This is an optimization exercise on Yosys and OpenROAD, whose aim is small area, a short achievable clock period and few clock cycles per item, not a production implementation.
Only simulation tests tie the RTL to the original design; equivalence was not proved.

===== design/flow/flow/run.sh =====
#!/bin/bash
# The standard layout, with plain buffers (not delay cells) on the ports and
# timing repair aiming for slack beyond the clock's, so the layout reaches a
# shorter period than the 25 ns it is built at.
set -euo pipefail
export BUFFER_PORTS_ARGS="-buffer_cell sky130_fd_sc_hd__buf_1"
export SETUP_SLACK_MARGIN=14.65
export TNS_END_PERCENT=100
bash standard.sh > standard.log 2>&1

===== design/flow/standard.sh =====
#!/bin/bash
# synth_recipe.tcl (not shown) runs the flow's synth.tcl, then flattens the netlist and writes it again
# the make line also repeats each setting of config.mk as NAME=value (left out here)
make -C /OpenROAD-flow-scripts/flow DESIGN_CONFIG=/design/flow/config.mk WORK_HOME=/design/flow/orfs CLKGATE_MAP_FILE= SYNTH_SCRIPT=/design/flow/synth_recipe.tcl "${@:-finish}"

===== design/flow/config.mk =====
export PLATFORM = sky130hd
export DESIGN_NAME = rs_c2c3_decoder
export DESIGN_NICKNAME = rs_c2c3_decoder
export VERILOG_FILES = /design/flow/design.v
export SDC_FILE = /design/flow/constraint.sdc
export NUM_CORES = 4
export LEC_CHECK = 0
export CAP_MARGIN = 20
export CORE_MARGIN = 2
export CORE_UTILIZATION = 50
export CTS_BUF_LIST = sky130_fd_sc_hd__clkbuf_8
export CTS_CLUSTER_SIZE = 30
export SLEW_MARGIN = 20

===== design/flow/constraint.sdc =====
create_clock -name core_clock -period 25.0 [get_ports {clk}]
set_input_delay 5.0000 -clock core_clock [delete_from_list [all_inputs] [get_ports {clk}]]
set_output_delay 5.0000 -clock core_clock [all_outputs]
set_load 0.01 [all_outputs]

===== design/flow/design.v =====
module rs_front (
    input  wire         mode,
    input  wire [255:0] data_in,
    input  wire [31:0]  erase_in,
    output wire [31:0]  e,           
    output wire [7:0]   s0,
    output wire [7:0]   s1,          
    output wire [7:0]   k1,
    output wire [7:0]   k2,
    output wire         no_er,       
    output wire         one_er,      
    output wire         two_er,      
    output wire         many         
);
function automatic [7:0] gf_mulc;
  input [7:0] a;
  input integer k;
  integer j;
  reg [7:0] r;
  begin
    r = a;
    for (j = 0; j < k; j = j + 1)
      r = {r[6:0], 1'b0} ^ (r[7] ? 8'h1D : 8'h00);
    gf_mulc = r;
  end
endfunction
function [7:0] gf_inv;
  input [7:0] a;
  begin
    case (a)
    8'h00: gf_inv = 8'h00;
    8'h01: gf_inv = 8'h01;
    8'h02: gf_inv = 8'h8E;
    8'h03: gf_inv = 8'hF4;
    8'h04: gf_inv = 8'h47;
    8'h05: gf_inv = 8'hA7;
    8'h06: gf_inv = 8'h7A;
    8'h07: gf_inv = 8'hBA;
    8'h08: gf_inv = 8'hAD;
    8'h09: gf_inv = 8'h9D;
    8'h0A: gf_inv = 8'hDD;
    8'h0B: gf_inv = 8'h98;
    8'h0C: gf_inv = 8'h3D;
    8'h0D: gf_inv = 8'hAA;
    8'h0E: gf_inv = 8'h5D;
    8'h0F: gf_inv = 8'h96;
    8'h10: gf_inv = 8'hD8;
    8'h11: gf_inv = 8'h72;
    8'h12: gf_inv = 8'hC0;
    8'h13: gf_inv = 8'h58;
    8'h14: gf_inv = 8'hE0;
    8'h15: gf_inv = 8'h3E;
    8'h16: gf_inv = 8'h4C;
    8'h17: gf_inv = 8'h66;
    8'h18: gf_inv = 8'h90;
    8'h19: gf_inv = 8'hDE;
    8'h1A: gf_inv = 8'h55;
    8'h1B: gf_inv = 8'h80;
    8'h1C: gf_inv = 8'hA0;
    8'h1D: gf_inv = 8'h83;
    8'h1E: gf_inv = 8'h4B;
    8'h1F: gf_inv = 8'h2A;
    8'h20: gf_inv = 8'h6C;
    8'h21: gf_inv = 8'hED;
    8'h22: gf_inv = 8'h39;
    8'h23: gf_inv = 8'h51;
    8'h24: gf_inv = 8'h60;
    8'h25: gf_inv = 8'h56;
    8'h26: gf_inv = 8'h2C;
    8'h27: gf_inv = 8'h8A;
    8'h28: gf_inv = 8'h70;
    8'h29: gf_inv = 8'hD0;
    8'h2A: gf_inv = 8'h1F;
    8'h2B: gf_inv = 8'h4A;
    8'h2C: gf_inv = 8'h26;
    8'h2D: gf_inv = 8'h8B;
    8'h2E: gf_inv = 8'h33;
    8'h2F: gf_inv = 8'h6E;
    8'h30: gf_inv = 8'h48;
    8'h31: gf_inv = 8'h89;
    8'h32: gf_inv = 8'h6F;
    8'h33: gf_inv = 8'h2E;
    8'h34: gf_inv = 8'hA4;
    8'h35: gf_inv = 8'hC3;
    8'h36: gf_inv = 8'h40;
    8'h37: gf_inv = 8'h5E;
    8'h38: gf_inv = 8'h50;
    8'h39: gf_inv = 8'h22;
    8'h3A: gf_inv = 8'hCF;
    8'h3B: gf_inv = 8'hA9;
    8'h3C: gf_inv = 8'hAB;
    8'h3D: gf_inv = 8'h0C;
    8'h3E: gf_inv = 8'h15;
    8'h3F: gf_inv = 8'hE1;
    8'h40: gf_inv = 8'h36;
    8'h41: gf_inv = 8'h5F;
    8'h42: gf_inv = 8'hF8;
    8'h43: gf_inv = 8'hD5;
    8'h44: gf_inv = 8'h92;
    8'h45: gf_inv = 8'h4E;
    8'h46: gf_inv = 8'hA6;
    8'h47: gf_inv = 8'h04;
    8'h48: gf_inv = 8'h30;
    8'h49: gf_inv = 8'h88;
    8'h4A: gf_inv = 8'h2B;
    8'h4B: gf_inv = 8'h1E;
    8'h4C: gf_inv = 8'h16;
    8'h4D: gf_inv = 8'h67;
    8'h4E: gf_inv = 8'h45;
    8'h4F: gf_inv = 8'h93;
    8'h50: gf_inv = 8'h38;
    8'h51: gf_inv = 8'h23;
    8'h52: gf_inv = 8'h68;
    8'h53: gf_inv = 8'h8C;
    8'h54: gf_inv = 8'h81;
    8'h55: gf_inv = 8'h1A;
    8'h56: gf_inv = 8'h25;
    8'h57: gf_inv = 8'h61;
    8'h58: gf_inv = 8'h13;
    8'h59: gf_inv = 8'hC1;
    8'h5A: gf_inv = 8'hCB;
    8'h5B: gf_inv = 8'h63;
    8'h5C: gf_inv = 8'h97;
    8'h5D: gf_inv = 8'h0E;
    8'h5E: gf_inv = 8'h37;
    8'h5F: gf_inv = 8'h41;
    8'h60: gf_inv = 8'h24;
    8'h61: gf_inv = 8'h57;
    8'h62: gf_inv = 8'hCA;
    8'h63: gf_inv = 8'h5B;
    8'h64: gf_inv = 8'hB9;
    8'h65: gf_inv = 8'hC4;
    8'h66: gf_inv = 8'h17;
    8'h67: gf_inv = 8'h4D;
    8'h68: gf_inv = 8'h52;
    8'h69: gf_inv = 8'h8D;
    8'h6A: gf_inv = 8'hEF;
    8'h6B: gf_inv = 8'hB3;
    8'h6C: gf_inv = 8'h20;
    8'h6D: gf_inv = 8'hEC;
    8'h6E: gf_inv = 8'h2F;
    8'h6F: gf_inv = 8'h32;
    8'h70: gf_inv = 8'h28;
    8'h71: gf_inv = 8'hD1;
    8'h72: gf_inv = 8'h11;
    8'h73: gf_inv = 8'hD9;
    8'h74: gf_inv = 8'hE9;
    8'h75: gf_inv = 8'hFB;
    8'h76: gf_inv = 8'hDA;
    8'h77: gf_inv = 8'h79;
    8'h78: gf_inv = 8'hDB;
    8'h79: gf_inv = 8'h77;
    8'h7A: gf_inv = 8'h06;
    8'h7B: gf_inv = 8'hBB;
    8'h7C: gf_inv = 8'h84;
    8'h7D: gf_inv = 8'hCD;
    8'h7E: gf_inv = 8'hFE;
    8'h7F: gf_inv = 8'hFC;
    8'h80: gf_inv = 8'h1B;
    8'h81: gf_inv = 8'h54;
    8'h82: gf_inv = 8'hA1;
    8'h83: gf_inv = 8'h1D;
    8'h84: gf_inv = 8'h7C;
    8'h85: gf_inv = 8'hCC;
    8'h86: gf_inv = 8'hE4;
    8'h87: gf_inv = 8'hB0;
    8'h88: gf_inv = 8'h49;
    8'h89: gf_inv = 8'h31;
    8'h8A: gf_inv = 8'h27;
    8'h8B: gf_inv = 8'h2D;
    8'h8C: gf_inv = 8'h53;
    8'h8D: gf_inv = 8'h69;
    8'h8E: gf_inv = 8'h02;
    8'h8F: gf_inv = 8'hF5;
    8'h90: gf_inv = 8'h18;
    8'h91: gf_inv = 8'hDF;
    8'h92: gf_inv = 8'h44;
    8'h93: gf_inv = 8'h4F;
    8'h94: gf_inv = 8'h9B;
    8'h95: gf_inv = 8'hBC;
    8'h96: gf_inv = 8'h0F;
    8'h97: gf_inv = 8'h5C;
    8'h98: gf_inv = 8'h0B;
    8'h99: gf_inv = 8'hDC;
    8'h9A: gf_inv = 8'hBD;
    8'h9B: gf_inv = 8'h94;
    8'h9C: gf_inv = 8'hAC;
    8'h9D: gf_inv = 8'h09;
    8'h9E: gf_inv = 8'hC7;
    8'h9F: gf_inv = 8'hA2;
    8'hA0: gf_inv = 8'h1C;
    8'hA1: gf_inv = 8'h82;
    8'hA2: gf_inv = 8'h9F;
    8'hA3: gf_inv = 8'hC6;
    8'hA4: gf_inv = 8'h34;
    8'hA5: gf_inv = 8'hC2;
    8'hA6: gf_inv = 8'h46;
    8'hA7: gf_inv = 8'h05;
    8'hA8: gf_inv = 8'hCE;
    8'hA9: gf_inv = 8'h3B;
    8'hAA: gf_inv = 8'h0D;
    8'hAB: gf_inv = 8'h3C;
    8'hAC: gf_inv = 8'h9C;
    8'hAD: gf_inv = 8'h08;
    8'hAE: gf_inv = 8'hBE;
    8'hAF: gf_inv = 8'hB7;
    8'hB0: gf_inv = 8'h87;
    8'hB1: gf_inv = 8'hE5;
    8'hB2: gf_inv = 8'hEE;
    8'hB3: gf_inv = 8'h6B;
    8'hB4: gf_inv = 8'hEB;
    8'hB5: gf_inv = 8'hF2;
    8'hB6: gf_inv = 8'hBF;
    8'hB7: gf_inv = 8'hAF;
    8'hB8: gf_inv = 8'hC5;
    8'hB9: gf_inv = 8'h64;
    8'hBA: gf_inv = 8'h07;
    8'hBB: gf_inv = 8'h7B;
    8'hBC: gf_inv = 8'h95;
    8'hBD: gf_inv = 8'h9A;
    8'hBE: gf_inv = 8'hAE;
    8'hBF: gf_inv = 8'hB6;
    8'hC0: gf_inv = 8'h12;
    8'hC1: gf_inv = 8'h59;
    8'hC2: gf_inv = 8'hA5;
    8'hC3: gf_inv = 8'h35;
    8'hC4: gf_inv = 8'h65;
    8'hC5: gf_inv = 8'hB8;
    8'hC6: gf_inv = 8'hA3;
    8'hC7: gf_inv = 8'h9E;
    8'hC8: gf_inv = 8'hD2;
    8'hC9: gf_inv = 8'hF7;
    8'hCA: gf_inv = 8'h62;
    8'hCB: gf_inv = 8'h5A;
    8'hCC: gf_inv = 8'h85;
    8'hCD: gf_inv = 8'h7D;
    8'hCE: gf_inv = 8'hA8;
    8'hCF: gf_inv = 8'h3A;
    8'hD0: gf_inv = 8'h29;
    8'hD1: gf_inv = 8'h71;
    8'hD2: gf_inv = 8'hC8;
    8'hD3: gf_inv = 8'hF6;
    8'hD4: gf_inv = 8'hF9;
    8'hD5: gf_inv = 8'h43;
    8'hD6: gf_inv = 8'hD7;
    8'hD7: gf_inv = 8'hD6;
    8'hD8: gf_inv = 8'h10;
    8'hD9: gf_inv = 8'h73;
    8'hDA: gf_inv = 8'h76;
    8'hDB: gf_inv = 8'h78;
    8'hDC: gf_inv = 8'h99;
    8'hDD: gf_inv = 8'h0A;
    8'hDE: gf_inv = 8'h19;
    8'hDF: gf_inv = 8'h91;
    8'hE0: gf_inv = 8'h14;
    8'hE1: gf_inv = 8'h3F;
    8'hE2: gf_inv = 8'hE6;
    8'hE3: gf_inv = 8'hF0;
    8'hE4: gf_inv = 8'h86;
    8'hE5: gf_inv = 8'hB1;
    8'hE6: gf_inv = 8'hE2;
    8'hE7: gf_inv = 8'hF1;
    8'hE8: gf_inv = 8'hFA;
    8'hE9: gf_inv = 8'h74;
    8'hEA: gf_inv = 8'hF3;
    8'hEB: gf_inv = 8'hB4;
    8'hEC: gf_inv = 8'h6D;
    8'hED: gf_inv = 8'h21;
    8'hEE: gf_inv = 8'hB2;
    8'hEF: gf_inv = 8'h6A;
    8'hF0: gf_inv = 8'hE3;
    8'hF1: gf_inv = 8'hE7;
    8'hF2: gf_inv = 8'hB5;
    8'hF3: gf_inv = 8'hEA;
    8'hF4: gf_inv = 8'h03;
    8'hF5: gf_inv = 8'h8F;
    8'hF6: gf_inv = 8'hD3;
    8'hF7: gf_inv = 8'hC9;
    8'hF8: gf_inv = 8'h42;
    8'hF9: gf_inv = 8'hD4;
    8'hFA: gf_inv = 8'hE8;
    8'hFB: gf_inv = 8'h75;
    8'hFC: gf_inv = 8'h7F;
    8'hFD: gf_inv = 8'hFF;
    8'hFE: gf_inv = 8'h7E;
    8'hFF: gf_inv = 8'hFD;
    endcase
  end
endfunction
assign e = mode ? erase_in : {16'd0, erase_in[15:0]};
reg [38:0] t_lo, t_hi;
reg [7:0]  c_lo, c_hi;
integer i, j;
always @* begin
  t_lo = 39'd0;
  t_hi = 39'd0;
  c_lo = 8'd0;
  c_hi = 8'd0;
  for (i = 0; i < 32; i = i + 1)
    for (j = 0; j < 8; j = j + 1)
      if (i < 16) begin
        t_lo[31-i+j] = t_lo[31-i+j] ^ data_in[8*i+j];
        c_lo[j]      = c_lo[j]      ^ data_in[8*i+j];
      end else begin
        t_hi[31-i+j] = t_hi[31-i+j] ^ data_in[8*i+j];
        c_hi[j]      = c_hi[j]      ^ data_in[8*i+j];
      end
end
wire [38:0] t = t_lo ^ ({39{mode}} & t_hi);
reg  [7:0]  x1;
integer k;
always @* begin
  x1 = 8'd0;
  for (k = 0; k < 39; k = k + 1)
    x1 = x1 ^ ({8{t[k]}} & gf_mulc(8'h01, k));
end
assign s0 = c_lo ^ ({8{mode}} & c_hi);
assign s1 = x1;
reg [7:0] zx;
always @* begin
  zx = 8'd0;
  for (i = 0; i < 32; i = i + 1)
    zx = zx ^ ({8{e[i]}} & gf_mulc(8'h01, 31 - i));
end
reg [4:0] p, q;
always @* begin
  p = 5'd0;
  q = 5'd0;
  for (i = 31; i >= 0; i = i - 1)
    if (e[i]) p = i[4:0];
  for (i = 0; i < 32; i = i + 1)
    if (e[i]) q = i[4:0];
end
reg [31:0] below, above;
always @* begin
  below[0] = 1'b0;
  for (i = 1; i < 32; i = i + 1)
    below[i] = below[i-1] | e[i-1];
  above[31] = 1'b0;
  for (i = 30; i >= 0; i = i - 1)
    above[i] = above[i+1] | e[i+1];
end
assign no_er  = (e == 32'd0);
wire   multi  = (p != q);
assign many   = |(e & below & above);
assign one_er = ~no_er & ~multi;
assign two_er = multi & ~many;
wire [4:0] dq = q - p;
assign k1 = gf_inv(no_er ? s0 : zx);
reg [7:0] cd;
always @* begin
  case (dq)
    5'd0: cd = 8'h01;
    5'd1: cd = 8'hF4;
    5'd2: cd = 8'hA7;
    5'd3: cd = 8'h9D;
    5'd4: cd = 8'h72;
    5'd5: cd = 8'hED;
    5'd6: cd = 8'h5F;
    5'd7: cd = 8'h54;
    5'd8: cd = 8'hA0;
    5'd9: cd = 8'hA9;
    5'd10: cd = 8'hFB;
    5'd11: cd = 8'h74;
    5'd12: cd = 8'h85;
    5'd13: cd = 8'hE4;
    5'd14: cd = 8'hC0;
    5'd15: cd = 8'h8A;
    5'd16: cd = 8'h67;
    5'd17: cd = 8'hDC;
    5'd18: cd = 8'h26;
    5'd19: cd = 8'h63;
    5'd20: cd = 8'hF2;
    5'd21: cd = 8'hE9;
    5'd22: cd = 8'hB4;
    5'd23: cd = 8'hD2;
    5'd24: cd = 8'h02;
    5'd25: cd = 8'h8E;
    5'd26: cd = 8'hBA;
    5'd27: cd = 8'hAA;
    5'd28: cd = 8'hDE;
    5'd29: cd = 8'h89;
    5'd30: cd = 8'h57;
    5'd31: cd = 8'h59;
  endcase
end
assign k2 = no_er ? 8'd0 : cd;
endmodule
module rs_gfmul (
    input  wire [7:0] a,
    input  wire [7:0] b,
    output wire [7:0] y
);
reg [14:0] t;
integer i, j;
always @* begin
  t = 15'd0;
  for (i = 0; i < 8; i = i + 1)
    for (j = 0; j < 8; j = j + 1)
      t[i+j] = t[i+j] ^ (a[i] & b[j]);
end
assign y = t[7:0]
         ^ ({8{t[8]}}  & 8'h1D)
         ^ ({8{t[9]}}  & 8'h3A)
         ^ ({8{t[10]}} & 8'h74)
         ^ ({8{t[11]}} & 8'hE8)
         ^ ({8{t[12]}} & 8'hCD)
         ^ ({8{t[13]}} & 8'h87)
         ^ ({8{t[14]}} & 8'h13);
endmodule
module rs_back (
    input  wire         mode,
    input  wire [255:0] d,           
    input  wire [31:0]  e,
    input  wire [7:0]   s0,
    input  wire [7:0]   s1,
    input  wire [7:0]   k1,
    input  wire [7:0]   k2,
    input  wire         no_er,
    input  wire         one_er,
    input  wire         two_er,
    input  wire         many,
    output reg  [255:0] data_out,
    output wire [31:0]  erase_out,
    output wire [1:0]   status
);
reg [31:0] below, above;
integer i;
always @* begin
  below[0] = 1'b0;
  for (i = 1; i < 32; i = i + 1)
    below[i] = below[i-1] | e[i-1];
  above[31] = 1'b0;
  for (i = 30; i >= 0; i = i - 1)
    above[i] = above[i+1] | e[i+1];
end
wire [31:0] f1 = e & ~below;
wire [31:0] f2 = e & ~above;
wire [7:0] y1, y2;
rs_gfmul u_m1 (.a(s1), .b(k1), .y(y1));
rs_gfmul u_m2 (.a(s0), .b(k2), .y(y2));
wire [7:0] y = y1 ^ y2;
wire [31:0] m;
assign m[0] = (y == 8'hC0);
assign m[1] = (y == 8'h60);
assign m[2] = (y == 8'h30);
assign m[3] = (y == 8'h18);
assign m[4] = (y == 8'h0C);
assign m[5] = (y == 8'h06);
assign m[6] = (y == 8'h03);
assign m[7] = (y == 8'h8F);
assign m[8] = (y == 8'hC9);
assign m[9] = (y == 8'hEA);
assign m[10] = (y == 8'h75);
assign m[11] = (y == 8'hB4);
assign m[12] = (y == 8'h5A);
assign m[13] = (y == 8'h2D);
assign m[14] = (y == 8'h98);
assign m[15] = (y == 8'h4C);
assign m[16] = (y == 8'h26);
assign m[17] = (y == 8'h13);
assign m[18] = (y == 8'h87);
assign m[19] = (y == 8'hCD);
assign m[20] = (y == 8'hE8);
assign m[21] = (y == 8'h74);
assign m[22] = (y == 8'h3A);
assign m[23] = (y == 8'h1D);
assign m[24] = (y == 8'h80);
assign m[25] = (y == 8'h40);
assign m[26] = (y == 8'h20);
assign m[27] = (y == 8'h10);
assign m[28] = (y == 8'h08);
assign m[29] = (y == 8'h04);
assign m[30] = (y == 8'h02);
assign m[31] = (y == 8'h01);
wire [31:0] mm = m & (mode ? 32'hFFFF_FFFF : 32'h0000_FFFF);
wire clean = (s0 == 8'd0) & (s1 == 8'd0);
wire ynz   = |y;
wire kill  = many | (one_er & ynz);
wire fail  = kill | (no_er & ~clean & ~|mm);
wire [7:0]  ea   = kill ? 8'd0 : (two_er ? y : s0);
wire [7:0]  eb   = two_er ? (y ^ s0) : 8'd0;
wire [31:0] sela = no_er ? mm : f1;
wire [255:0] dm  = mode ? d : {128'd0, d[127:0]};
always @*
  for (i = 0; i < 32; i = i + 1)
    data_out[8*i +: 8] = dm[8*i +: 8] ^ (({8{sela[i]}} & ea) | ({8{f2[i]}} & eb));
assign erase_out = fail ? e : 32'd0;
assign status = fail ? 2'd2 : ((no_er & clean) ? 2'd0 : 2'd1);
endmodule
module rs_c2c3_decoder (
    input  wire         clk,
    input  wire         rst,         
    input  wire         in_valid,
    output wire         in_ready,
    input  wire         in_mode,     
    input  wire [255:0] in_data,
    input  wire [31:0]  in_erase,
    output reg          out_valid,
    input  wire         out_ready,
    output wire [255:0] out_data,
    output wire [31:0]  out_erase,
    output wire [1:0]   out_status
);
wire [31:0]  f_e;
wire [7:0]   f_s0, f_s1, f_k1, f_k2;
wire         f_no_er, f_one_er, f_two_er, f_many;
rs_front u_front (
    .mode(in_mode), .data_in(in_data), .erase_in(in_erase),
    .e(f_e), .s0(f_s0), .s1(f_s1), .k1(f_k1), .k2(f_k2),
    .no_er(f_no_er), .one_er(f_one_er), .two_er(f_two_er), .many(f_many)
);
reg         r_mode;
reg [255:0] r_d;
reg [31:0]  r_e;
reg [7:0]   r_s0, r_s1, r_k1, r_k2;
reg         r_no_er, r_one_er, r_two_er, r_many;
assign in_ready = !out_valid || out_ready;
always @(posedge clk) begin
  if (rst) begin
    out_valid <= 1'b0;
  end else if (in_ready) begin
    out_valid <= in_valid;
  end
end
always @(posedge clk) begin
  if (in_valid && in_ready) begin
    r_mode <= in_mode;
    r_d    <= in_data;
    r_e    <= f_e;
    r_s0   <= f_s0;
    r_s1   <= f_s1;
    r_k1   <= f_k1;
    r_k2   <= f_k2;
    r_no_er  <= f_no_er;
    r_one_er <= f_one_er;
    r_two_er <= f_two_er;
    r_many   <= f_many;
  end
end
rs_back u_back (
    .mode(r_mode), .d(r_d), .e(r_e), .s0(r_s0), .s1(r_s1), .k1(r_k1), .k2(r_k2),
    .no_er(r_no_er), .one_er(r_one_er), .two_er(r_two_er), .many(r_many),
    .data_out(out_data), .erase_out(out_erase), .status(out_status)
);
endmodule

==> results.cfg, run 1 <==
[synthesis]
seq_area_frac_synth = 0.328
synth_area_per_cell_sq_um = 9.07
synth-edff-count = 325
ys_ff_latch = 326
yosysWarnings = 4
syn-cell-area_sq_um = 29800
synth_cell_type_count = 98
synthArstFlopShare = 0
synth_ff_type = edfxtp_1
netlist_instances = 3288
postSynthNetCount = 3611

[critical_path]
r2r_cells = 4
r2r-end = r_d[77]
crit_chain = nand2_1 -> xnor2_2 -> xnor2_1 -> xnor3_2 -> xor2_4 -> nor3_1 -> or2_0 -> nor3b_1 -> a2111oi_2 -> o2111ai_1 -> o41ai_4 -> buf_8 -> and2_1 -> buf_1
required_ns = 20.00
worst_path_max_delay_cell = edfxtp_1
crit_arrival_ns = 5.39
rrSetupSlack_ns = 21.64
cpPeakStageDelay_ns = 0.61
cp_max_fo = 33
reg2reg_from = out_valid
endpoint_kind = output port
critical_path_class = register to output port
start_kind = register

[run_status]
outcome = timing/DRC/antenna clean

[timing]
period_share = 0.416
worst_slack_ns = 14.61
clock.fmax_mhz = 96.3
holdWs_ns = 0.521
tightest_slew_ns = 1.27
setup_viol = 0
fin_skew_ns = 0.0408
hold_viol = 0
report.final.slew_viol_count = 0
rsz0062_at_grt = yes
setup_tns_ns = 0
relSlewSlack = 0.152
period_needed_ns = 10.39

[final_layout]
layout.nets = 4151
final-instance-count-excl-fill = 4658
syn2layout_area_growth_pct = 16.1
final_common_cell = xnor2_1
final_area_sq_um = 34600
fin_util = 0.586
final_cell_mix = 759 x xnor2_1, 582 x buf_1, 451 x nand2_1
drive_gt1_frac = 0.0810

[die]
core_sq_um = 59000
initial_core_util = 0.505
pin_count = 585
die-height_um = 248
die_width_um = 248
rows = 89
die-area_sq_um = 61600

[grt]
track_usage = 0.447
antenna_found_initial = 12
grt_pass1_vias = 28983
grt_max_degree = 102
grt-ovfl-total = 0
grt_pass1_wl_um = 199000

[place]
io_buffers = 584
place_area_sq_um = 32400
dp_slack_ns = 14.08
hpwl_um = 109000
routabilityCongestion = 1.07
placedCellCount = 4465

[cts]
cts_buffers = 61
clkSinkCount = 326
h-tree-depth = 2
ctsHoldBuffers = 0
path_clk_slew_ns = 0.07
tritoncts = built
cts_buffer_depth = 3
clock_latency_ns = 0.74
cts-root-buf = clkbuf_8

[routing]
vias = 30813
wirelength_um = 145000
drt_iter0_markers = 5379
ant_nets = 0
route.detailed.drc = 0
avgRoutedWirePerCell_um = 31.1
drtPass1Iterations = 7
viasPerCell = 6.62

[hold_path]
hp-class = register to register
hp-start = out_valid
hold_depth = 2
hold_end = out_valid

[flow_run]
drv_cap = 0
[worst max-delay path, delay by kind of cell (launching register included)]
| family | cells | cell delay (ns) |
|---|---|---|
| xor gates and xnor gates | 4 | 1.40 |
| AOI/OAI and AO/OA | 3 | 0.93 |
| buffers and inverters | 2 | 0.46 |
| and+or+nand+nor | 5 | 1.22 |
| DFF | 1 | 0.61 |
[cell type report]
type,count,area [sq um]
Antenna cell,10,25.0
Clock buffer,62,853
Clock inverter,48,353
Fill cell,5317,24400
Inverter,47,176
Multi-Input combinational cell,2688,19200
Sequential cell,326,9780
Tap cell,773,967
Timing Repair Buffer,704,3240
[synthesized netlist by cell type (all sizes together), types with 12 or more instances]
library cell	instances	area share
nand2	455	0.058
nor4	21	0.0044
o21ai	117	0.020
nor2	169	0.022
nor3	66	0.011
xor2	212	0.064
o22ai	104	0.024
and2	63	0.013
o311ai	15	0.0044
a311oi	13	0.0038
ha	29	0.012
nand4	16	0.0036
a211oi	29	0.0073
inv	46	0.0058
a31oi	25	0.0052
clkbuf	110	0.014
edfxtp	325	0.33
xnor3	16	0.012
buf	118	0.022
o221ai	12	0.0035
or3	17	0.0037
o211ai	20	0.0050
a22oi	150	0.038
and3	16	0.0034
nand3	35	0.0059
a21oi	118	0.020
xnor2	768	0.23
[worst max path at each step]
| stage | start | endpoint | slack [ns] | cells after the start |
|---|---|---|---|---|
| after floorplan | out_ready | in_ready | 14.82 | 1 |
| after global placement | in_erase[17] | r_k1[7] | 14.03 | 13 |
| after detailed placement | in_erase[28] | r_k1[5] | 14.08 | 13 |
| after CTS | out_ready | in_ready | 14.65 | 3 |
| after global routing | r_k2[7] | out_erase[16] | 14.59 | 14 |
| final | r_k2[7] | out_erase[16] | 14.61 | 14 |
[timing repair]
action / 4_1_cts / 5_1_grt
endpoints found under the setup margin: 291 / 132
setup buffers: 52 / 19
pin swaps: 5 / 5
resized for setup: 39 / 26
cloned: 0 / 1
[logic make-up (layout without fill, tap and decap cells)]
logic type	count (synthesis)	in the layout	share of synthesized area
XOR/XNOR	997	997	0.304
multiplexers	13	13	0.00533
other	0	10	0
buffers and inverters	275	861	0.0418
AND/OR/NAND/NOR	911	911	0.138
AO/OA/AOI/OAI	733	734	0.170
flip-flops	326	326	0.328
adder cells (fa/ha/maj)	33	33	0.0139
[layer usage]
metal	GRT usage	share of wire
met5	0	0.00021
met2	0.655	0.42
met4	0.276	0.075
met3	0.146	0.14
met1	0.571	0.36
[flip-flops by register name, indices dropped and copies added (netlist names)]
name,flops
r_s0,8
r_e,32
r_two_er,1
r_k1,8
r_k2,8
r_d,256
r_s1,8
r_many,1
r_mode,1
r_one_er,1
r_no_er,1
out_valid,1
Testbench counts, summed over its fixed seeds: cycles 12,008, items 12,000.
==> run 2, diff against run 1 <==
==> design/flow/flow/run.sh (replaced) <==
#!/bin/bash
# The standard layout, with plain buffers (not delay cells) on the ports and
# timing repair aiming for slack beyond the clock's, so the layout reaches a
# shorter period than the 25 ns it is built at.
set -euo pipefail
export BUFFER_PORTS_ARGS="-buffer_cell sky130_fd_sc_hd__buf_2"
export SETUP_SLACK_MARGIN=14.65
export TNS_END_PERCENT=100
bash standard.sh > standard.log 2>&1
--- a/design/flow/config.mk
+++ b/design/flow/config.mk
@@ -8,6 +8,4 @@
 export CAP_MARGIN = 20
 export CORE_MARGIN = 2
 export CORE_UTILIZATION = 50
-export CTS_BUF_LIST = sky130_fd_sc_hd__clkbuf_8
-export CTS_CLUSTER_SIZE = 30
 export SLEW_MARGIN = 20
==> run 2 against run 1 <==
  * Critical endpoint is now in_ready
  * Critical path type is now primary input to output port
  * Setup slack gained 0.047 ns
  * Clock skew shrank 0.022 ns
==> results.cfg, run 2 <==
[timing]
report.final.slew_viol_count = 0
clock.fmax_mhz = 96.7
tightest_slew_ns = 1.17
setup_tns_ns = 0
relSlewSlack = 0.214
hold_viol = 0
setup_viol = 0
period_needed_ns = 10.34
rsz0062_at_grt = no
fin_skew_ns = 0.0186
period_share = 0.414

[routing]
drt_iter0_markers = 4960
vias = 30155
drtPass1Iterations = 9
viasPerCell = 6.61
route.detailed.drc = 0
wirelength_um = 142000
ant_nets = 0
avgRoutedWirePerCell_um = 31.0

[synthesis]
synthXorXnorAreaFrac = 0.304
synth_ff_type = edfxtp_1
yosys.area.top_type = edfxtp_1
synthTopCellsByArea = edfxtp_1 33%, xnor2_1 22%, xor2_1 6.1%
seq_area_frac_synth = 0.328
synth_fa_ha_area_frac = 0.0139
postSynthNetCount = 3611
synth_top_family_by_area = XOR/XNOR gates
yosysWarnings = 4
synth-simple-area-share = 0.138
ys_ff_latch = 326
synth_compound_area_frac = 0.170
synth-edff-count = 325
syn-cell-area_sq_um = 29800
synthArstFlopShare = 0
synth_area_per_cell_sq_um = 9.07
synth_cell_type_count = 98
yosysMostFrequentCell = xnor2_1
synth_top_area_share = 0.327
netlist_instances = 3288
synth_mux_area_frac = 0.00533
synthTopCellsByCount = 764 x xnor2_1, 452 x nand2_1, 325 x edfxtp_1, 207 x xor2_1, 166 x nor2_1

[cts]
clock_latency_ns = 0.59
cts-root-buf = clkbuf_16
path_clk_slew_ns = 0.06
ctsHoldBuffers = 0
clkSinkCount = 326
tritoncts = built
cts_buffer_depth = 3
cts_buffers = 42
h-tree-depth = 2

[place]
hpwl_um = 107000
placedCellCount = 4459
place_area_sq_um = 33100
io_buffers = 584
routabilityCongestion = 1.08

[critical_path]
start_kind = primary input
crit_top_cell = buf_6
endpoint_kind = output port
reg2reg_from = out_valid
critical_path_class = primary input to output port
worst_path_max_delay_cell = nand2b_4
cpLargestDelayFamily = buffers and inverters
cpPeakStageDelay_ns = 0.14
cp_max_fo = 2
startpoint = out_ready
crit_arrival_ns = 5.34
required_ns = 20.00
crit_chain = buf_6 -> nand2b_4 -> buf_6
worst-path-buf-inv = 2

[die]
die-area_sq_um = 61600
die_width_um = 248
die-height_um = 248
rows = 89
core_sq_um = 59000
pin_count = 585
initial_core_util = 0.505

[grt]
grt_pass1_vias = 27915
grt_pass1_wl_um = 195000
track_usage = 0.439
antenna_found_initial = 10
grt_max_degree = 88
grt-ovfl-total = 0

[final_layout]
largest_reg_flops = 256
fin_util = 0.592
syn2layout_area_growth_pct = 17.3
layout.nets = 4079
final_cell_mix = 757 x xnor2_1, 582 x buf_2, 451 x nand2_1
final_area_sq_um = 35000
registers.top_by_ff_count = r_d
top_regs = r_d: 256 flops, r_e: 32 flops
final_common_cell = xnor2_1
drive_gt1_frac = 0.216
final-instance-count-excl-fill = 4565

[hold_path]
hp-class = register to register
hp-start = out_valid

[flow_run]
drv_cap = 0

[run_status]
outcome = timing/DRC/antenna clean
## run 2: cell counts after synthesis
Identical to the previous run, type by type.
## run 2: repair_timing
item / 4_1_cts / 5_1_grt
gates resized for setup: 35 / 24
pin swaps: 3 / 3
cloned: 0 / 1
buffers inserted: 9 / 16
endpoints found under the setup margin: 273 / 184
## run 2: worst paths after layout
kind,end,slack [ns],cells after the start
worst max register to register,r_d[102],20.90,6
worst min register to register,out_valid,0.63,3
worst min-delay path,out_valid,0.63,3
worst max-delay path,in_ready,14.66,3
## run 2: cells by family (layout without fill, tap and decap cells)
kind of cell / Yosys count / count (layout)
muxes: 13 / 13
and+or+nand+nor: 911 / 911
buffers and inverters: 275 / 773
AOI/OAI and AO/OA: 733 / 734
adders and majority gates: 33 / 33
xor gates and xnor gates: 997 / 997
DFF: 326 / 326
other: 0 / 5
## run 2: through the flow
stage,hold slack [ns],setup WS (ns)
finish,0.631,14.66
global route,0.642,14.66
global placement,0.494,14.23
CTS,0.612,14.60
floorplan,0.593,14.82
detailed placement,0.533,14.26
## run 2: area by class of cell
class / instances / area [sq um]
diodes: 5 / 12.5
clock buffers: 51 / 1110
clock inverters: 24 / 174
fillers: 5282 / 24100
inverters: 47 / 176
multi-input cells: 2688 / 19200
flip-flops and latches: 326 / 9780
well taps: 773 / 967
repair buffers: 651 / 3520
## run 2: worst min-delay path, cell delays in order, from the launching register on
cell and delay [ns]:
dfxtp_1 0.34, nand2b_4 0.09, buf_4 0.11, a21oi_1 0.06
## run 2: layer usage
metal,global-route usage,wire (um),vias to the layer above
met5,0,35,-
met4,0.252,10300,4
met3,0.112,18500,575
met2,0.665,61600,2533
met1,0.569,51200,14477
li1,-,-,12566
==> run 3, diff against run 2 <==
==> design/flow/flow/run.sh (replaced) <==
#!/bin/bash
# The standard layout, with plain buffers (not delay cells) on the ports and
# timing repair aiming for slack beyond the clock's, so the layout reaches a
# shorter period than the 25 ns it is built at.
set -euo pipefail
export BUFFER_PORTS_ARGS="-buffer_cell sky130_fd_sc_hd__buf_1"
export SETUP_SLACK_MARGIN=14.8
export TNS_END_PERCENT=100
bash standard.sh > standard.log 2>&1
--- a/design/flow/config.mk
+++ b/design/flow/config.mk
@@ -7,5 +7,8 @@
 export LEC_CHECK = 0
 export CAP_MARGIN = 20
 export CORE_MARGIN = 2
-export CORE_UTILIZATION = 50
+export CORE_UTILIZATION = 55
+export CTS_BUF_LIST = sky130_fd_sc_hd__clkbuf_8
+export CTS_CLUSTER_DIAMETER = 60
+export CTS_CLUSTER_SIZE = 15
 export SLEW_MARGIN = 20
==> run 3 against run 2 <==
  * Cell area is 1.7% lower
  * Utilization increased by 4.8 points
  * Synthesized cell count is the same
  * Non-clock buffer count is 64 higher
  * Register-to-register slack better by 0.70 ns
  * Critical path depth stayed put
  * Die area is 8.9% lower
  * Clock skew grew 0.0081 ns
  * Setup slack better by 0.017 ns
  * Flip-flop and latch count is the same
  * Highest routed layer unchanged
==> results.cfg, run 3 <==
[critical_path]
r2r-end = r_d[73]
endpoint_kind = output port
required_ns = 20.00
crit_arrival_ns = 5.32
rrSetupSlack_ns = 21.60
reg2reg_from = out_valid
r2r_cells = 6
critical_path_class = primary input to output port
cp_max_fo = 2
start_kind = primary input

[timing]
setup_tns_ns = 0
report.final.slew_viol_count = 0
period_needed_ns = 10.32
setup_viol = 0
fin_skew_ns = 0.0267
relSlewSlack = 0.0886
clock.fmax_mhz = 96.9
worst_slack_ns = 14.68
rsz0062_at_grt = yes
period_share = 0.413
hold_viol = 0
tightest_slew_ns = 1.36

[die]
pin_count = 585
die-area_sq_um = 56100
die-height_um = 237
rows = 85
core_sq_um = 53700
die_width_um = 237
initial_core_util = 0.555

[place]
routabilityCongestion = 1.07
io_buffers = 584
placedCellCount = 4383
dp_slack_ns = 14.15
hpwl_um = 103000

[synthesis]
synth_top_area_share = 0.327
synthTopCellsByCount = 764 x xnor2_1, 452 x nand2_1, 325 x edfxtp_1, 207 x xor2_1, 166 x nor2_1
synth-edff-count = 325
syn-cell-area_sq_um = 29800
yosys.area.top_type = edfxtp_1
netlist_instances = 3288
yosysWarnings = 4
synthTopCellsByArea = edfxtp_1 33%, xnor2_1 22%, xor2_1 6.1%
seq_area_frac_synth = 0.328
yosysMostFrequentCell = xnor2_1
synth_ff_type = edfxtp_1
synth_area_per_cell_sq_um = 9.07
synth_cell_type_count = 98
postSynthNetCount = 3611
ys_ff_latch = 326
synthArstFlopShare = 0

[hold_path]
hp-start = out_valid
hold_end = out_valid
hold_depth = 4
hp-class = register to register

[routing]
wirelength_um = 138000
drtPass1Iterations = 9
route.detailed.drc = 0
viasPerCell = 6.77
vias = 30769
ant_nets = 0
avgRoutedWirePerCell_um = 30.5
drt_iter0_markers = 5202

[cts]
h-tree-depth = 2
cts-root-buf = clkbuf_8
cts_buffers = 37
clkSinkCount = 326
tritoncts = built
ctsHoldBuffers = 0
clock_latency_ns = 0.66
path_clk_slew_ns = 0.09
cts_buffer_depth = 3

[final_layout]
final_cell_mix = 752 x xnor2_1, 581 x buf_1, 451 x nand2_1
syn2layout_area_growth_pct = 15.3
final-instance-count-excl-fill = 4543
final_common_cell = xnor2_1
fin_util = 0.640
layout.nets = 4137
drive_gt1_frac = 0.0852
registers.top_by_ff_count = r_d
top_regs = r_d: 256 flops, r_e: 32 flops
largest_reg_flops = 256
fillers = 4561

[run_status]
outcome = timing/DRC/antenna clean

[flow_run]
drv_cap = 0

[grt]
grt_pass1_wl_um = 193000
antenna_found_initial = 10
track_usage = 0.468
grt_pass1_vias = 28471
grt_max_degree = 89
grt-ovfl-total = 0
## run 3: worst max-delay path, stage by stage
cell,delay [ns]
buf_1,0.07
nand2b_4,0.14
buf_6,0.12
## run 3: area by class of cell
class	count	area, sq um	share of cell area
Antenna cell	8	20.0	0.000583
Clock buffer	39	537	0.0156
Timing Repair Buffer	715	3350	0.0974
Tap cell	696	871	0.0253
Clock inverter	25	231	0.00674
Multi-Input combinational cell	2687	19400	0.565
Inverter	47	176	0.00513
Sequential cell	326	9780	0.285
## run 3: logic make-up (layout without fill, tap and decap cells)
| group | after synthesis | in the layout | share of synthesized area |
|---|---|---|---|
| AO/OA/AOI/OAI | 733 | 733 | 0.170 |
| XOR/XNOR | 997 | 997 | 0.304 |
| adder cells (fa/ha/maj) | 33 | 33 | 0.0139 |
| buffers and inverters | 275 | 826 | 0.0418 |
| flip-flops | 326 | 326 | 0.328 |
| multiplexers | 13 | 13 | 0.00533 |
| other | 0 | 8 | 0 |
| AND/OR/NAND/NOR | 911 | 911 | 0.138 |
## run 3: metal layers
metal	GRT usage	part of all wire
met1	0.594	0.35
met2	0.697	0.42
met3	0.145	0.15
met4	0.293	0.078
met5	0	0.00023
## run 3: metrics by stage
stage	hold WS [ns]	instance area, sq um
final	0.722	34400
after detailed placement	0.539	32200
after floorplan	0.593	29800
after CTS	0.625	33700
after global routing	0.744	34400
after global placement	0.498	32200
## run 3: what timing repair did
| item | CTS | global route |
|---|---|---|
| hold endpoints to repair | 0 | 0 |
| setup buffers | 56 | 32 |
| pin swaps | 9 | 15 |
| gates resized for setup | 47 | 47 |
| setup endpoints to repair | 291 | 190 |
## run 3: worst max-delay path by stage
stage,endpoint,from
after floorplan,in_ready,out_ready
after global placement,r_k1[7],in_erase[28]
after detailed placement,r_k1[1],in_mode
after CTS,in_ready,out_ready
after global routing,in_ready,out_ready
final,in_ready,out_ready
==> run 4, diff against run 3 <==
--- a/design/flow/design.v
+++ b/design/flow/design.v
@@ -322,15 +322,6 @@
   for (i = 0; i < 32; i = i + 1)
     zx = zx ^ ({8{e[i]}} & gf_mulc(8'h01, 31 - i));
 end
-reg [4:0] p, q;
-always @* begin
-  p = 5'd0;
-  q = 5'd0;
-  for (i = 31; i >= 0; i = i - 1)
-    if (e[i]) p = i[4:0];
-  for (i = 0; i < 32; i = i + 1)
-    if (e[i]) q = i[4:0];
-end
 reg [31:0] below, above;
 always @* begin
   below[0] = 1'b0;
@@ -340,8 +331,19 @@
   for (i = 30; i >= 0; i = i - 1)
     above[i] = above[i+1] | e[i+1];
 end
+wire [31:0] f1 = e & ~below;
+wire [31:0] f2 = e & ~above;
+reg [4:0] p, q;
+always @* begin
+  p = 5'd0;
+  q = 5'd0;
+  for (i = 0; i < 32; i = i + 1) begin
+    p = p | ({5{f1[i]}} & i[4:0]);
+    q = q | ({5{f2[i]}} & i[4:0]);
+  end
+end
 assign no_er  = (e == 32'd0);
-wire   multi  = (p != q);
+wire   multi  = |(e & below);
 assign many   = |(e & below & above);
 assign one_er = ~no_er & ~multi;
 assign two_er = multi & ~many;
==> run 4 against run 3 <==
  * Die area fell by 1.0%
  * Cell count rose by 0.46%
  * Wire length fell by 1.4%
  * Highest routed layer is now met4
  * Critical endpoint unchanged
  * Setup slack improved by 0.0038 ns
  * Largest cell class unchanged
  * Clock skew rose by 0.015 ns
  * Critical path type unchanged
==> results.cfg, run 4 <==
[final_layout]
registers.top_by_ff_count = r_d
final_common_cell = xnor2_1
final-instance-count-excl-fill = 4564
fillers = 4430
layout.nets = 4167
syn2layout_area_growth_pct = 14.9
largest_reg_flops = 256
final_cell_mix = 726 x xnor2_1, 582 x buf_1, 433 x nand2_1
drive_gt1_frac = 0.0747
top_regs = r_d: 256 flops, r_e: 32 flops

[die]
die_width_um = 236
rows = 84
die-area_sq_um = 55500
pin_count = 585
initial_core_util = 0.559
core_sq_um = 52800
die-height_um = 236

[grt]
grt-ovfl-total = 0
grt_pass1_vias = 29317
grt_pass1_wl_um = 193000
track_usage = 0.467
antenna_found_initial = 8
grt_max_degree = 94

[run_status]
outcome = timing/DRC/antenna clean

[timing]
worst_slack_ns = 14.68
fin_skew_ns = 0.0421
relSlewSlack = 0.246
rsz0062_at_grt = yes
clock.fmax_mhz = 96.9
setup_tns_ns = 0
setup_viol = 0
hold_viol = 0
period_share = 0.413
tightest_slew_ns = 1.13
report.final.slew_viol_count = 0
holdWs_ns = 0.601
period_needed_ns = 10.32

[cts]
cts_buffer_depth = 3
clkSinkCount = 326
cts-root-buf = clkbuf_8
h-tree-depth = 2
cts_buffers = 37
tritoncts = built
path_clk_slew_ns = 0.06
clock_latency_ns = 0.68

[synthesis]
ys_ff_latch = 326
synthTopCellsByCount = 729 x xnor2_1, 437 x nand2_1, 325 x edfxtp_1, 264 x o22ai_1, 247 x xor2_1
yosys.area.top_type = edfxtp_1
postSynthNetCount = 3629
seq_area_frac_synth = 0.331
synthArstFlopShare = 0
synth_cell_type_count = 82
netlist_instances = 3307
syn-cell-area_sq_um = 29500
synth-edff-count = 325
synth_ff_type = edfxtp_1
yosysMostFrequentCell = xnor2_1
synth_top_area_share = 0.331
synth_area_per_cell_sq_um = 8.92
yosysWarnings = 4
synthTopCellsByArea = edfxtp_1 33%, xnor2_1 22%, xor2_1 7.3%

[critical_path]
endpoint_kind = output port
crit_arrival_ns = 5.32
worst_path_max_delay_cell = nand2b_4
cpLargestDelayFamily = buffers and inverters
crit_chain = buf_1 -> nand2b_4 -> buf_6
worst-path-buf-inv = 2
critical_path_class = primary input to output port
cp_max_fo = 2
cpPeakStageDelay_ns = 0.13
start_kind = primary input
required_ns = 20.00

[routing]
drtPass1Iterations = 9
ant_nets = 0
wirelength_um = 136000
viasPerCell = 6.78
drt_iter0_markers = 5218
vias = 30943
route.detailed.drc = 0
avgRoutedWirePerCell_um = 29.9

[place]
hpwl_um = 102000
routabilityCongestion = 1.06
io_buffers = 584
placedCellCount = 4425
dp_slack_ns = 13.98

[flow_run]
drv_cap = 0

[hold_path]
hp-class = register to register
==> run 4: worst register-to-register path, cell delays in order (launching register included) <==
cell and delay (ns):
dfxtp_1 0.33, nand2b_4 0.07, buf_4 0.10, and2_4 0.44, buf_4 0.74, buf_4 1.00
buf_4 1.00
==> run 4: timing repair <==
action | CTS | global route
endpoints found under the setup margin | 294 | 204
hold buffers | 0 | 0
pin swaps | 1 | 2
resized for setup | 23 | 39
setup buffers | 26 | 40
==> run 4: final cells by class <==
type	instances	area (sq um)	area share
diodes	6	15.0	0.000443
clock buffers	38	523	0.0154
clock inverters	26	256	0.00756
inverters	57	214	0.00631
multi-input cells	2704	19000	0.560
flip-flops and latches	326	9780	0.288
well taps	688	861	0.0254
repair buffers	719	3280	0.0968
==> run 4: final timing paths <==
kind,cells after the start,endpoint,startpoint,slack [ns]
worst min register to register,3,out_valid,out_valid,0.60
worst max register to register,6,r_d[68],out_valid,20.89
worst min-delay path,3,out_valid,out_valid,0.60
worst max-delay path,3,in_ready,out_ready,14.68
==> run 4: cells by family after synthesis <==
family	share of synthesized area
buffers and inverters	0.0383
XOR/XNOR	0.305
multiplexers	0.00971
AND/OR/NAND/NOR	0.138
AO/OA/AOI/OAI	0.161
adder cells (fa/ha/maj)	0.0159
flip-flops	0.331
==> run 4: routing by layer <==
metal | track usage | wire length [um]
met5 | 0 | 0
met2 | 0.721 | 59200
met1 | 0.573 | 46500
met4 | 0.322 | 11800
met3 | 0.120 | 19000
==> run 4: per-stage QoR <==
step | cell area [sq um] | util
5_1_grt | 33900 | 0.643
4_1_cts | 33300 | 0.631
2_1_floorplan | 29500 | -
6_report | 33900 | 0.643
3_5_place_dp | 32200 | 0.610
3_3_place_gp | 32200 | 0.610
Testbench counts of run 4, summed over its fixed seeds: cycles 12,008, items 12,000.
==> run 5, diff against run 4 <==
--- a/design/flow/config.mk
+++ b/design/flow/config.mk
@@ -8,7 +8,7 @@
 export CAP_MARGIN = 20
 export CORE_MARGIN = 2
 export CORE_UTILIZATION = 55
-export CTS_BUF_LIST = sky130_fd_sc_hd__clkbuf_8
-export CTS_CLUSTER_DIAMETER = 60
-export CTS_CLUSTER_SIZE = 15
+export CTS_BUF_LIST = sky130_fd_sc_hd__clkbuf_16
+export CTS_CLUSTER_DIAMETER = 100
+export CTS_CLUSTER_SIZE = 20
 export SLEW_MARGIN = 20
==> run 5 against run 4 <==
  * First-iteration DRC count is 7.6% lower
  * Wire length is 1.5% lower
  * Die area stayed put
  * Sequential share of layout area is 0.35 points higher
  * Hold slack better by 0.00098 ns
==> results.cfg, run 5 <==
[run_status]
outcome = timing/DRC/antenna clean

[timing]
hold_viol = 0
rsz0062_at_grt = yes
tightest_slew_ns = 1.27
setup_viol = 0
setup_tns_ns = 0
report.final.slew_viol_count = 0
clock.fmax_mhz = 96.9
period_needed_ns = 10.33
relSlewSlack = 0.152
period_share = 0.413
fin_skew_ns = 0.0404

[synthesis]
yosys.area.top_type = edfxtp_1
synthArstFlopShare = 0
seq_area_frac_synth = 0.331
synth_ff_type = edfxtp_1
synth_area_per_cell_sq_um = 8.92
yosysWarnings = 4
yosysMostFrequentCell = xnor2_1
ys_ff_latch = 326
synth_top_area_share = 0.331
synth_cell_type_count = 82
synthTopCellsByCount = 729 x xnor2_1, 437 x nand2_1, 325 x edfxtp_1, 264 x o22ai_1, 247 x xor2_1
synthTopCellsByArea = edfxtp_1 33%, xnor2_1 22%, xor2_1 7.3%
synth-edff-count = 325
postSynthNetCount = 3629
syn-cell-area_sq_um = 29500
netlist_instances = 3307

[die]
pin_count = 585
initial_core_util = 0.559
die-area_sq_um = 55500
core_sq_um = 52800
rows = 84
die-height_um = 236
die_width_um = 236

[grt]
antenna_found_initial = 4
grt-ovfl-total = 0
grt_pass1_vias = 29072
grt_max_degree = 94
grt_pass1_wl_um = 191000
track_usage = 0.460

[flow_run]
drv_cap = 0

[final_layout]
final_cell_mix = 726 x xnor2_1, 582 x buf_1, 434 x nand2_1
final_common_cell = xnor2_1
multi_input_area_sq_um = 18900
final_area_sq_um = 33500
largest_reg_flops = 256
layout.nets = 4118
syn2layout_area_growth_pct = 13.6
seq_area_sq_um = 9780
registers.top_by_ff_count = r_d
drive_gt1_frac = 0.0581
fillers = 4468
top_regs = r_d: 256 flops, r_e: 32 flops

[critical_path]
endpoint_kind = output port
crit_arrival_ns = 5.32
required_ns = 20.00
critical_path_class = primary input to output port
cp_max_fo = 2
start_kind = primary input

[cts]
cts-root-buf = clkbuf_16
h-tree-depth = 1
ctsHoldBuffers = 0
cts_buffer_depth = 3
cts_buffers = 23
path_clk_slew_ns = 0.07
clock_latency_ns = 0.60
tritoncts = built
clkSinkCount = 326

[place]
hpwl_um = 102000
io_buffers = 584
place_area_sq_um = 32200
routabilityCongestion = 1.06

[routing]
wirelength_um = 134000
drt_iter0_markers = 4823
route.detailed.drc = 0
vias = 30565
drtPass1Iterations = 8
viasPerCell = 6.80
avgRoutedWirePerCell_um = 29.9
ant_nets = 0

[hold_path]
hp-class = register to register
## run 5: cell counts after synthesis
Identical to the previous run, type by type.
## run 5: metrics by stage
step	setup slack [ns]	util	hold WS (ns)	instances
3_3_place_gp	14.06	0.610	0.497	4425
6_report	14.68	0.635	0.602	4494
4_1_cts	14.68	0.628	0.607	4471
5_1_grt	14.67	0.635	0.631	4493
2_1_floorplan	14.82	-	0.593	3307
3_5_place_dp	13.98	0.610	0.519	4425
## run 5: cell type report
type,instances,share of cell area
diodes,4,0.000299
clock buffers,23,0.0172
flip-flops and latches,326,0.292
repair buffers,684,0.0906
clock inverters,8,0.00284
multi-input cells,2704,0.565
inverters,57,0.00638
well taps,688,0.0257
## run 5: layer usage
metal / vias up / global-route usage / part of all wire
met5: - / 0 / 0
met4: 0 / 0.318 / 0.089
met3: 698 / 0.117 / 0.14
met2: 2843 / 0.713 / 0.43
met1: 14316 / 0.564 / 0.34
li1: 12708 / - / -
## run 5: worst max-delay path, cell delays in order
cell      delay, ns
buf_1          0.07
nand2b_4       0.13
buf_6          0.12
## run 5: path summary, 6_finish.rpt
path,startpoint,endpoint,slack [ns],depth (start not counted)
max,out_ready,in_ready,14.68,3
min,out_valid,out_valid,0.60,3
max reg2reg,out_valid,r_d[12],20.90,6
min reg2reg,out_valid,out_valid,0.60,3
## run 5: timing repair
action	CTS	global route
endpoints found under the setup margin	296	213
buffers inserted	15	18
gates resized for setup	22	33
pin swaps	1	1
## run 5: kinds of logic (layout without fill, tap and decap cells)
kind of cell	Yosys count	in the layout	synth area share
xor gates and xnor gates	998	998	0.305
and+or+nand+nor	919	919	0.138
AOI/OAI and AO/OA	722	722	0.161
DFF	326	326	0.331
buffers and inverters	277	772	0.0383
adders and majority gates	39	39	0.0159
muxes	26	26	0.00971
other	0	4	0
==> run 6, diff against run 5 <==
--- a/design/flow/config.mk
+++ b/design/flow/config.mk
@@ -7,7 +7,7 @@
 export LEC_CHECK = 0
 export CAP_MARGIN = 20
 export CORE_MARGIN = 2
-export CORE_UTILIZATION = 55
+export CORE_UTILIZATION = 62
 export CTS_BUF_LIST = sky130_fd_sc_hd__clkbuf_16
 export CTS_CLUSTER_DIAMETER = 100
 export CTS_CLUSTER_SIZE = 20
==> run 6 against run 5 <==
  * Via count grew 5.8%
  * Largest cell class unchanged
  * Synthesized cell count did not move
  * Hold slack improved by 0.023 ns
  * Critical path type is now register to output port
  * Still clean
  * Die area decreased by 11%
  * Area after synthesis is the same
  * Cell area is 0.58% higher
  * Non-clock buffer count is 34 higher
  * Wire length up 5.5%
  * Flip-flop and latch count unchanged
==> results.cfg, run 6 <==
[grt]
track_usage = 0.542
use_met2 = 0.776
grt_pass1_vias = 29800
grt_max_degree = 84
grt_pass1_wl_um = 198000
grt-ovfl-total = 0
gr-usage-met3 = 0.252
antenna_found_initial = 12
gr-usage-met1 = 0.630
busiest_layer = met2

[cts]
clock_latency_ns = 0.59
cts_buffers = 22
h-tree-depth = 1
tritoncts = built
cts-root-buf = clkbuf_16
clkSinkCount = 326
path_clk_slew_ns = 0.09
cts_buffer_depth = 3

[timing]
setup_viol = 0
fin_skew_ns = 0.0172
hold_viol = 0
tightest_slew_ns = 1.34
report.final.slew_viol_count = 0
relSlewSlack = 0.101
period_share = 0.423
rsz0062_at_grt = yes
setup_tns_ns = 0
clock.fmax_mhz = 94.6
period_needed_ns = 10.57

[critical_path]
cp_max_fo = 31
required_ns = 20.00
reg2reg_from = out_valid
crit_arrival_ns = 5.57
endpoint_kind = output port
startpoint = r_s0[6]
critical_path_class = register to output port
start_kind = register

[routing]
wirelength_um = 142000
avgRoutedWirePerCell_um = 31.9
viasPerCell = 7.27
route.detailed.drc = 0
vias = 32335
drtPass1Iterations = 10
drt_iter0_markers = 6895
ant_nets = 0

[synthesis]
syn-cell-area_sq_um = 29500
synth_ff_type = edfxtp_1
synthArstFlopShare = 0
synth_top_area_share = 0.331
yosysMostFrequentCell = xnor2_1
ys_ff_latch = 326
synth_area_per_cell_sq_um = 8.92
netlist_instances = 3307
synth-edff-count = 325
postSynthNetCount = 3629
synth_cell_type_count = 82
yosys.area.top_type = edfxtp_1
yosysWarnings = 4
synthTopCellsByCount = 729 x xnor2_1, 437 x nand2_1, 325 x edfxtp_1, 264 x o22ai_1, 247 x xor2_1
seq_area_frac_synth = 0.331
synthTopCellsByArea = edfxtp_1 33%, xnor2_1 22%, xor2_1 7.3%

[die]
die_width_um = 222
die-area_sq_um = 49400
die-height_um = 222
initial_core_util = 0.631
core_sq_um = 46800
rows = 79
pin_count = 585

[final_layout]
drive_gt1_frac = 0.0694
syn2layout_area_growth_pct = 14.2
final_common_cell = xnor2_1
registers.top_by_ff_count = r_d
top_regs = r_d: 256 flops, r_e: 32 flops
layout.nets = 4151
fin_util = 0.721
largest_reg_flops = 256
final_cell_mix = 723 x xnor2_1, 571 x buf_1, 435 x nand2_1

[run_status]
outcome = timing/DRC/antenna clean

[hold_path]
hp-start = out_valid
hp-class = register to register

[place]
hpwl_um = 100000
routabilityCongestion = 1.11
io_buffers = 584

[flow_run]
drv_cap = 0
-- run 6: cell types whose count changed in the layout (fill, tap and decap cells not counted), sizes merged --
cell      previous run  this run
buf                683       706
inv                 65        63
clkinvlp             0         1
clkinv               0         1
diode                4         5
clkbuf              24        34
-- run 6: final cells by class --
class                      count  area [sq um]
antenna                        5          12.5
clock buffer                  22           551
tap                          607           759
timing repair buffer         718          3320
multi-input combinational   2704         19000
fill                        3312         13000
clock inverter                 8          81.3
inverter                      57           214
sequential                   326          9780
-- run 6: final timing paths --
| path | endpoint | slack [ns] | cells past startpoint |
|---|---|---|---|
| setup / recovery | out_data[16] | 14.43 | 15 |
| hold / removal | out_valid | 0.62 | 3 |
| setup reg to reg | r_d[198] | 21.44 | 5 |
| hold reg to reg | out_valid | 0.62 | 3 |
-- run 6: stage by stage --
stage	setup slack [ns]	hold slack, ns	cells	cell area [sq um]
2_1_floorplan	14.82	0.593	3307	29500
3_3_place_gp	14.31	0.500	4340	32000
3_5_place_dp	14.22	0.518	4340	32000
4_1_cts	14.69	0.612	4386	32900
5_1_grt	14.31	0.652	4446	33700
6_report	14.43	0.625	4447	33700
-- run 6: logic make-up (layout without fill, tap and decap cells) --
| family | after synthesis | after routing | share of synthesized area |
|---|---|---|---|
| xor+xnor | 998 | 998 | 0.305 |
| simple gates | 919 | 919 | 0.138 |
| compound gates | 722 | 722 | 0.161 |
| flops | 326 | 326 | 0.331 |
| buf+inv | 277 | 805 | 0.0383 |
| fa+ha+maj | 39 | 39 | 0.0159 |
| mux | 26 | 26 | 0.00971 |
| other cells | 0 | 5 | 0 |
-- run 6: critical path: stages (launching register included) --
cell	delay, ns
edfxtp_1	0.48
nand2_1	0.10
xnor2_1	0.22
xnor2_1	0.19
xnor3_2	0.54
xnor3_2	0.48
nand2b_1	0.26
mux2i_4	0.29
nand4_1	0.26
a21oi_4	0.21
buf_12	0.15
o211ai_1	0.09
buf_4	0.32
o22ai_1	0.26
xor2_1	0.86
buf_1	0.24
-- run 6: layer usage --
layer / part of all wire / vias to the layer above
li1: - / 12756
met3: 0.18 / 1133
met1: 0.31 / 14686
met2: 0.40 / 3738
met4: 0.11 / 22
met5: 0.0034 / -
-- run 6: what timing repair did --
action | in CTS | in global routing
hold buffers | 0 | 0
gates resized for setup | 13 | 58
hold endpoints to repair | 0 | 0
setup buffers | 16 | 56
setup endpoints to repair | 291 | 261
pin swaps | 1 | 7
==> run 7, diff against run 6 <==
--- a/design/flow/flow/run.sh
+++ b/design/flow/flow/run.sh
@@ -4,6 +4,6 @@
 # shorter period than the 25 ns it is built at.
 set -euo pipefail
 export BUFFER_PORTS_ARGS="-buffer_cell sky130_fd_sc_hd__buf_1"
-export SETUP_SLACK_MARGIN=14.8
+export SETUP_SLACK_MARGIN=14.70
 export TNS_END_PERCENT=100
 bash standard.sh > standard.log 2>&1
==> design/flow/config.mk (replaced) <==
export PLATFORM = sky130hd
export DESIGN_NAME = rs_c2c3_decoder
export DESIGN_NICKNAME = rs_c2c3_decoder
export VERILOG_FILES = /design/flow/design.v
export SDC_FILE = /design/flow/constraint.sdc
export NUM_CORES = 4
export LEC_CHECK = 0
export CAP_MARGIN = 0
export CORE_MARGIN = 2
export CORE_UTILIZATION = 55
export CTS_BUF_LIST = sky130_fd_sc_hd__clkbuf_16
export CTS_CLUSTER_DIAMETER = 100
export CTS_CLUSTER_SIZE = 20
export SLEW_MARGIN = 0
==> run 7 against run 6 <==
  * Critical path type is now primary input to output port
  * Highest routed layer is now met4
  * Flip-flop and latch count did not move
  * Via count fell by 5.4%
  * Wire length shrank 5.2%
  * Fmax rose by 2.4%
  * Critical path depth down 12
  * Still clean
  * Die area up 12%
  * Sequential share of layout area is 0.30 points higher
  * Hold slack worse by 0.023 ns
  * Utilization is 8.9 points lower
==> results.cfg, run 7 <==
[place]
placedCellCount = 4425
io_buffers = 584
routabilityCongestion = 1.06

[critical_path]
cpPeakStageDelay_ns = 0.13
crit_arrival_ns = 5.32
crit_chain = buf_1 -> nand2b_4 -> buf_6
r2r-end = r_d[63]
worst_path_max_delay_cell = nand2b_4
required_ns = 20.00
rrSetupSlack_ns = 20.91
cpLargestDelayFamily = buffers and inverters
endpoint_kind = output port
startpoint = out_ready
reg2reg_from = out_valid
start_kind = primary input

[timing]
relSlewSlack = 0.176
period_share = 0.413
tightest_slew_ns = 1.23
hold_viol = 0
period_needed_ns = 10.33
report.final.slew_viol_count = 0
fin_skew_ns = 0.0452

[cts]
ctsHoldBuffers = 0
h-tree-depth = 1
cts_buffer_depth = 3
tritoncts = built
cts-root-buf = clkbuf_16
clkSinkCount = 326
clock_latency_ns = 0.60
path_clk_slew_ns = 0.07
cts_buffers = 23

[final_layout]
registers.top_by_ff_count = r_d
seq_area_sq_um = 9780
largest_reg_flops = 256
final-instance-count-excl-fill = 4493
layout.nets = 4115
final_cell_mix = 726 x xnor2_1, 582 x buf_1, 433 x nand2_1
syn2layout_area_growth_pct = 13.1
multi_input_area_sq_um = 18900

[synthesis]
synthArstFlopShare = 0
yosysMostFrequentCell = xnor2_1
synthTopCellsByCount = 729 x xnor2_1, 437 x nand2_1, 325 x edfxtp_1, 264 x o22ai_1, 247 x xor2_1
netlist_instances = 3307
postSynthNetCount = 3629
seq_area_frac_synth = 0.331
synth_ff_type = edfxtp_1
synth-edff-count = 325
yosys.area.top_type = edfxtp_1
yosysWarnings = 4
ys_ff_latch = 326

[hold_path]
hold_depth = 3
hp-class = register to register
hp-start = out_valid
hold_end = out_valid

[grt]
grt_pass1_wl_um = 191000
track_usage = 0.460

[die]
initial_core_util = 0.559
rows = 84
core_sq_um = 52800
die_width_um = 236

[routing]
avgRoutedWirePerCell_um = 29.9
wirelength_um = 134000
drt_iter0_markers = 5000
drtPass1Iterations = 9
route.detailed.drc = 0
ant_nets = 0
vias = 30588

[run_status]
outcome = timing/DRC/antenna clean
run 7: cell counts after synthesis:
No cell type changed its count.
run 7: logic make-up (layout without fill, tap and decap cells):
kind of cell | after synthesis | count (layout) | synth area share
buffers and inverters | 277 | 769 | 0.0383
and+or+nand+nor | 919 | 919 | 0.138
muxes | 26 | 26 | 0.00971
adders and majority gates | 39 | 39 | 0.0159
xor gates and xnor gates | 998 | 998 | 0.305
AOI/OAI and AO/OA | 722 | 722 | 0.161
DFF | 326 | 326 | 0.331
other | 0 | 6 | 0
run 7: tightest hold or removal path: stages (launching register included):
cell      delay, ns
dfxtp_1        0.33
nand2b_4       0.07
buf_4          0.10
a21oi_1        0.05
run 7: final cells by class:
cell class | count | share of cell area
tap | 688 | 0.0258
multi-input combinational | 2704 | 0.566
clock inverter | 8 | 0.00285
antenna | 6 | 0.000450
sequential | 326 | 0.293
inverter | 57 | 0.00641
timing repair buffer | 681 | 0.0886
clock buffer | 23 | 0.0173
run 7: worst max-delay path by stage:
stage               slack (ns)  cells past startpoint       endpoint
finish                   14.68                      3       in_ready
global route             14.58                     13  out_data[254]
CTS                      14.66                     12  out_data[227]
detailed placement       13.98                     19        r_k2[2]
global placement         14.06                     19        r_k2[2]
floorplan                14.82                      1       in_ready
run 7: timing repair:
item | CTS | global route
cloned | 0 | 0
gates resized for setup | 14 | 27
setup endpoints to repair | 291 | 223
pin swaps | 1 | 0
endpoints found under the hold margin | 0 | 0
setup buffers | 8 | 23
run 7: metal layers:
metal / part of all wire / routed length, um / track usage
met1: 0.35 / 46400 / 0.566
met2: 0.44 / 58600 / 0.713
met3: 0.13 / 18100 / 0.114
met4: 0.084 / 11300 / 0.314
met5: 0 / 0 / 0
run 7: stage by stage:
stage	util	area (sq um)	hold WS [ns]	setup WS [ns]
floorplan	-	29500	0.593	14.82
global placement	0.610	32200	0.497	14.06
detailed placement	0.610	32200	0.519	13.98
CTS	0.625	33000	0.607	14.66
global route	0.632	33400	0.631	14.58
finish	0.632	33400	0.602	14.68

re-timing with driven ports:
How much do the figures lean on ideal ports? The routed layouts below were timed once more, with nothing changed but the port constraints.
Step 1 assumes that a clkbuf_16 drives the clock port and a buf_2 every other input.
Step 2 moves the port delays by t, midway between the first and last clock arrival at a register: inputs arrive t later, outputs are due t later. That takes back most of the time a late clock gives input paths.
a / b / c = no drivers / after step 1 / after step 2; a / b = the first two.
| run | t (ns) | setup slack, ns | clock arrival spread, ns | pins driven straight from the clock port |
|---|---|---|---|---|
| run 1 | 0.758 | 14.611 / 14.558 / 14.216 | 0.061 / 0.061 | 1 |
| run 2 | 0.633 | 14.659 / 14.623 / 14.266 | 0.025 / 0.026 | 1 |
| run 3 | 0.708 | 14.676 / 14.653 / 14.256 | 0.042 / 0.041 | 1 |
| run 4 | 0.713 | 14.680 / 14.650 / 14.392 | 0.052 / 0.051 | 1 |
| run 5 | 0.640 | 14.675 / 14.645 / 14.488 | 0.041 / 0.040 | 1 |
| run 6 | 0.642 | 14.428 / 14.363 / 14.457 | 0.030 / 0.030 | 1 |
| run 7 | 0.639 | 14.675 / 14.645 / 14.371 | 0.045 / 0.045 | 1 |
After both steps every run listed still meets setup and hold. For run 3, which loses most, drivers alone change the setup slack by -0.023 ns; drivers and shift together by -0.420 ns.
